This is an optimization exercise on Yosys and OpenROAD, whose aim is small area and a short achievable clock period, not a production implementation. Power figures rest on the tool's default switching activity, not on a simulated workload.

== job 101 ==
==> flow/design.v <==
module rld_ecc_enc (
    input  wire [63:0] data,
    output wire [7:0]  check,
    output wire        dpar      
);
    function [64*7-1:0] dpos_table(input integer unused);
        integer p, n;
        begin
            dpos_table = {64*7{1'b0}};
            n = 0;
            for (p = 1; p < 72; p = p + 1)
                if ((p & (p - 1)) != 0) begin
                    dpos_table[7*n +: 7] = p[6:0];
                    n = n + 1;
                end
        end
    endfunction
    localparam [64*7-1:0] DPOS = dpos_table(0);
    function [63:0] row_mask(input integer h);
        integer j;
        begin
            for (j = 0; j < 64; j = j + 1)
                row_mask[j] = (DPOS[7*j+3 +: 4] == h);
        end
    endfunction
    function [63:0] col_mask(input integer l);
        integer j;
        begin
            for (j = 0; j < 64; j = j + 1)
                col_mask[j] = (DPOS[7*j +: 3] == l);
        end
    endfunction
    wire [8:0] row;
    wire [7:0] col;
    genvar g;
    generate
        for (g = 0; g < 9; g = g + 1) begin : g_row
            assign row[g] = ^(data & row_mask(g));
        end
        for (g = 0; g < 8; g = g + 1) begin : g_col
            assign col[g] = ^(data & col_mask(g));
        end
    endgenerate
    wire c37 = col[3] ^ col[7];
    wire c56 = col[5] ^ col[6];
    wire r37 = row[3] ^ row[7];
    wire r56 = row[5] ^ row[6];
    assign check[0] = col[1] ^ col[5] ^ c37;
    assign check[1] = col[2] ^ col[6] ^ c37;
    assign check[2] = col[4] ^ col[7] ^ c56;
    assign check[3] = row[1] ^ row[5] ^ r37;
    assign check[4] = row[2] ^ row[6] ^ r37;
    assign check[5] = row[4] ^ row[7] ^ r56;
    assign check[6] = row[8];
    assign check[7] = (col[0] ^ col[3]) ^ c56 ^
                      (row[1] ^ row[2]) ^ (row[4] ^ row[7]) ^ row[8];
    assign dpar = ((col[0] ^ col[1]) ^ (col[2] ^ col[4])) ^ (c37 ^ c56);
endmodule
module rld_ecc (
    input  wire        clk,
    input  wire        rst,
    input  wire        in_valid,
    input  wire [71:0] in_code,
    input  wire [63:0] in_wdata,
    input  wire [7:0]  in_bmask,
    input  wire        in_wpoison,
    output reg         out_valid,
    output wire [63:0] out_data,
    output wire [71:0] out_code,
    output reg  [1:0]  out_status,
    output reg  [6:0]  out_syn,
    output wire        out_poison
);
    localparam [1:0] ST_CLEAN  = 2'd0;
    localparam [1:0] ST_CORR   = 2'd1;
    localparam [1:0] ST_POISON = 2'd2;
    localparam [1:0] ST_UE     = 2'd3;
    function [64*7-1:0] dpos_table(input integer unused);
        integer p, n;
        begin
            dpos_table = {64*7{1'b0}};
            n = 0;
            for (p = 1; p < 72; p = p + 1)
                if ((p & (p - 1)) != 0) begin
                    dpos_table[7*n +: 7] = p[6:0];
                    n = n + 1;
                end
        end
    endfunction
    localparam [64*7-1:0] DPOS = dpos_table(0);
    wire [63:0] rd_data = in_code[63:0];
    wire [7:0]  rd_recalc;
    wire        rd_dpar;
    rld_ecc_enc u_chk_enc (
        .data  (rd_data),
        .check (rd_recalc),
        .dpar  (rd_dpar)
    );
    wire [6:0] syn    = in_code[70:64] ^ rd_recalc[6:0];
    wire       parity = rd_dpar ^ (^in_code[71:64]);
    reg [63:0] pre;
    integer b;
    always @* begin
        for (b = 0; b < 8; b = b + 1)
            pre[8*b +: 8] = in_bmask[b] ? in_wdata[8*b +: 8] : rd_data[8*b +: 8];
    end
    wire [7:0] pre_check;
    wire       pre_dpar_unused;
    rld_ecc_enc u_wr_enc (
        .data  (pre),
        .check (pre_check),
        .dpar  (pre_dpar_unused)
    );
    reg [7:0] byte_hit;
    integer j;
    always @* begin
        byte_hit = 8'd0;
        for (j = 0; j < 64; j = j + 1)
            if (syn == DPOS[7*j +: 7])
                byte_hit[j/8] = 1'b1;
    end
    wire [7:0] flip_byte = byte_hit & ~in_bmask & {8{parity}};
    wire [8:0] syn_row = 9'd1 << syn[6:3];
    wire [7:0] syn_col = 8'd1 << syn[2:0];
    reg [63:0] r_npre;      
    reg [8:0]  r_syn_row;
    reg        r_parity;
    reg        r_wpoison;    
    reg        r_full;       
    reg [7:0]  r_syn_col;
    reg [7:0]  r_check;
    reg [7:0]  r_flip_byte;
    always @(posedge clk) begin
        if (rst)
            out_valid <= 1'b0;
        else
            out_valid <= in_valid;
        r_npre     <= ~pre;
        r_check    <= pre_check;
        out_syn    <= syn;
        r_parity   <= parity;
        r_wpoison  <= in_wpoison && (in_bmask != 8'h00);
        r_full     <= (in_bmask == 8'hFF);
        r_flip_byte <= flip_byte;
        r_syn_row   <= syn_row;
        r_syn_col   <= syn_col;
    end
    wire [6:0] s = out_syn;
    always @* begin
        if (s == 7'd0)
            out_status = r_parity ? ST_CORR : ST_CLEAN;
        else if (!r_parity)
            out_status = ST_UE;
        else if (s == 7'h7F)
            out_status = ST_POISON;
        else if (s <= 7'd71)
            out_status = ST_CORR;
        else
            out_status = ST_UE;
    end
    assign out_poison = r_wpoison || (out_status[1] && !r_full);
    reg [63:0] flip;
    always @* begin
        for (j = 0; j < 64; j = j + 1)
            flip[j] = r_flip_byte[j/8] && r_syn_row[DPOS[7*j+3 +: 4]] &&
                      r_syn_col[DPOS[7*j +: 3]];
    end
    wire applied = |r_flip_byte;
    assign out_data = ~(r_npre ^ flip);
    wire [6:0] new_c = r_check[6:0] ^ (applied ? s : 7'd0);
    wire       new_c7 = r_check[7] ^ (applied & ~(^s));
    assign out_code = {new_c7, out_poison ? ~new_c : new_c, out_data};
endmodule
Settings: LEC_CHECK=0, CAP_MARGIN=20, CORE_MARGIN=2, CORE_UTILIZATION=40, SETUP_SLACK_MARGIN=2.7, SLEW_MARGIN=20; clock period 6.0 ns.
standard.sh (not shown) runs the stock make flow with config.mk's settings and CLKGATE_MAP_FILE= SYNTH_SCRIPT=/design/flow/synth_recipe.tcl, a recipe that flattens the netlist after the stock synthesis.
==> flow/flow/run.sh <==
#!/bin/bash
# The standard layout, with two changes in how cells are chosen:
# - the port buffers are buf_1 cells (buffer_ports -buffer_cell);
# - the 3-input XOR/XNOR cells are added to the platform's don't-use list,
#   so that synthesis builds the XOR trees from 2-input cells, which are
#   faster and smaller here.
# Every tool's output goes to the ORFS logs; make's own output to standard.log.
export BUFFER_PORTS_ARGS="-buffer_cell sky130_fd_sc_hd__buf_1"
EXTRA="sky130_fd_sc_hd__xnor3_1 sky130_fd_sc_hd__xnor3_2 sky130_fd_sc_hd__xnor3_4 sky130_fd_sc_hd__xor3_1 sky130_fd_sc_hd__xor3_2 sky130_fd_sc_hd__xor3_4"
# The platform's own don't-use list (platforms/sky130hd/config.mk).
PLATFORM="sky130_fd_sc_hd__probe_p_8 sky130_fd_sc_hd__probec_p_8 sky130_fd_sc_hd__lpflow_bleeder_1 sky130_fd_sc_hd__lpflow_clkbufkapwr_1 sky130_fd_sc_hd__lpflow_clkbufkapwr_16 sky130_fd_sc_hd__lpflow_clkbufkapwr_2 sky130_fd_sc_hd__lpflow_clkbufkapwr_4 sky130_fd_sc_hd__lpflow_clkbufkapwr_8 sky130_fd_sc_hd__lpflow_clkinvkapwr_1 sky130_fd_sc_hd__lpflow_clkinvkapwr_16 sky130_fd_sc_hd__lpflow_clkinvkapwr_2 sky130_fd_sc_hd__lpflow_clkinvkapwr_4 sky130_fd_sc_hd__lpflow_clkinvkapwr_8 sky130_fd_sc_hd__lpflow_decapkapwr_12 sky130_fd_sc_hd__lpflow_decapkapwr_3 sky130_fd_sc_hd__lpflow_decapkapwr_4 sky130_fd_sc_hd__lpflow_decapkapwr_6 sky130_fd_sc_hd__lpflow_decapkapwr_8 sky130_fd_sc_hd__lpflow_inputiso0n_1 sky130_fd_sc_hd__lpflow_inputiso0p_1 sky130_fd_sc_hd__lpflow_inputiso1n_1 sky130_fd_sc_hd__lpflow_inputiso1p_1 sky130_fd_sc_hd__lpflow_inputisolatch_1 sky130_fd_sc_hd__lpflow_isobufsrc_1 sky130_fd_sc_hd__lpflow_isobufsrc_16 sky130_fd_sc_hd__lpflow_isobufsrc_2 sky130_fd_sc_hd__lpflow_isobufsrc_4 sky130_fd_sc_hd__lpflow_isobufsrc_8 sky130_fd_sc_hd__lpflow_isobufsrckapwr_16 sky130_fd_sc_hd__lpflow_lsbuf_lh_hl_isowell_tap_1 sky130_fd_sc_hd__lpflow_lsbuf_lh_hl_isowell_tap_2 sky130_fd_sc_hd__lpflow_lsbuf_lh_hl_isowell_tap_4 sky130_fd_sc_hd__lpflow_lsbuf_lh_isowell_4 sky130_fd_sc_hd__lpflow_lsbuf_lh_isowell_tap_1 sky130_fd_sc_hd__lpflow_lsbuf_lh_isowell_tap_2 sky130_fd_sc_hd__lpflow_lsbuf_lh_isowell_tap_4"
bash standard.sh "DONT_USE_CELLS=$EXTRA $PLATFORM" finish > standard.log 2>&1
Relative to job 101, the following input files were edited for job 102:
diff --git a/flow/design.v b/flow/design.v
--- a/flow/design.v
+++ b/flow/design.v
@@ -69,7 +69,7 @@
     output wire [71:0] out_code,
     output reg  [1:0]  out_status,
     output reg  [6:0]  out_syn,
-    output wire        out_poison
+    output reg         out_poison
 );
     localparam [1:0] ST_CLEAN  = 2'd0;
     localparam [1:0] ST_CORR   = 2'd1;
@@ -111,6 +111,22 @@
         .check (pre_check),
         .dpar  (pre_dpar_unused)
     );
+    reg [1:0] status;
+    always @* begin
+        if (syn == 7'd0)
+            status = parity ? ST_CORR : ST_CLEAN;
+        else if (!parity)
+            status = ST_UE;
+        else if (syn == 7'h7F)
+            status = ST_POISON;
+        else if (syn <= 7'd71)
+            status = ST_CORR;
+        else
+            status = ST_UE;
+    end
+    wire bad_word = status[1];
+    wire poison   = (in_wpoison && (in_bmask != 8'h00)) ||
+                    (bad_word && (in_bmask != 8'hFF));
     reg [7:0] byte_hit;
     integer j;
     always @* begin
@@ -124,9 +140,6 @@
     wire [7:0] syn_col = 8'd1 << syn[2:0];
     reg [63:0] r_npre;      
     reg [8:0]  r_syn_row;
-    reg        r_parity;
-    reg        r_wpoison;    
-    reg        r_full;       
     reg [7:0]  r_syn_col;
     reg [7:0]  r_check;
     reg [7:0]  r_flip_byte;
@@ -138,27 +151,13 @@
         r_npre     <= ~pre;
         r_check    <= pre_check;
         out_syn    <= syn;
-        r_parity   <= parity;
-        r_wpoison  <= in_wpoison && (in_bmask != 8'h00);
-        r_full     <= (in_bmask == 8'hFF);
+        out_status <= status;
+        out_poison <= poison;
         r_flip_byte <= flip_byte;
         r_syn_row   <= syn_row;
         r_syn_col   <= syn_col;
     end
     wire [6:0] s = out_syn;
-    always @* begin
-        if (s == 7'd0)
-            out_status = r_parity ? ST_CORR : ST_CLEAN;
-        else if (!r_parity)
-            out_status = ST_UE;
-        else if (s == 7'h7F)
-            out_status = ST_POISON;
-        else if (s <= 7'd71)
-            out_status = ST_CORR;
-        else
-            out_status = ST_UE;
-    end
-    assign out_poison = r_wpoison || (out_status[1] && !r_full);
     reg [63:0] flip;
     always @* begin
         for (j = 0; j < 64; j = j + 1)
Results
Side by side, adder-cell share of the synthesized area turned out lower in job 102 than in job 101. Diff job 101 -> job 102: detailed-routed wire length on met2 climbed 760 um; total wire length after detailed routing climbed about 7%; slew at the pin closest to its max-slew limit climbed 90 ps; total power climbed 430 uW. Diff job 101 -> job 102 | number of buffers other than clock buffers in the final layout | increase of 14.
Function was not checked in any run of this note: the RTL went through the layout flow alone.

[port drivers added, routing unchanged]
In the flow no input, the clock included, has a driving cell. The finished layouts below were timed again as built, in two steps.
Step 1 sets driving cells, clkbuf_16 on the clock port and buf_2 on the other inputs (assumed; they add their load-dependent delay and slew).
Step 2 times the ports against the registers' clock, not the clock port: input delays grow and output delays shrink by t, the midpoint of the rising clock arrivals with the driver on.
Three values: ideal ports, drivers, drivers and shift; two values: the first two.
run	shift t [ns]	setup WS [ns]	clock arrival spread, ns	worst register clock-pin slew, ns	pins driven straight from the clock port
job 101	0.396	2.726 / 2.741 / 2.345	0.014 / 0.014	0.08 / 0.08	1
job 102	0.411	2.709 / 2.730 / 2.319	0.012 / 0.012	0.08 / 0.08	1
After both steps setup and hold are still met in every run listed. For job 102, which loses most, drivers alone change the setup slack by +0.021 ns; drivers and shift together by -0.390 ns.
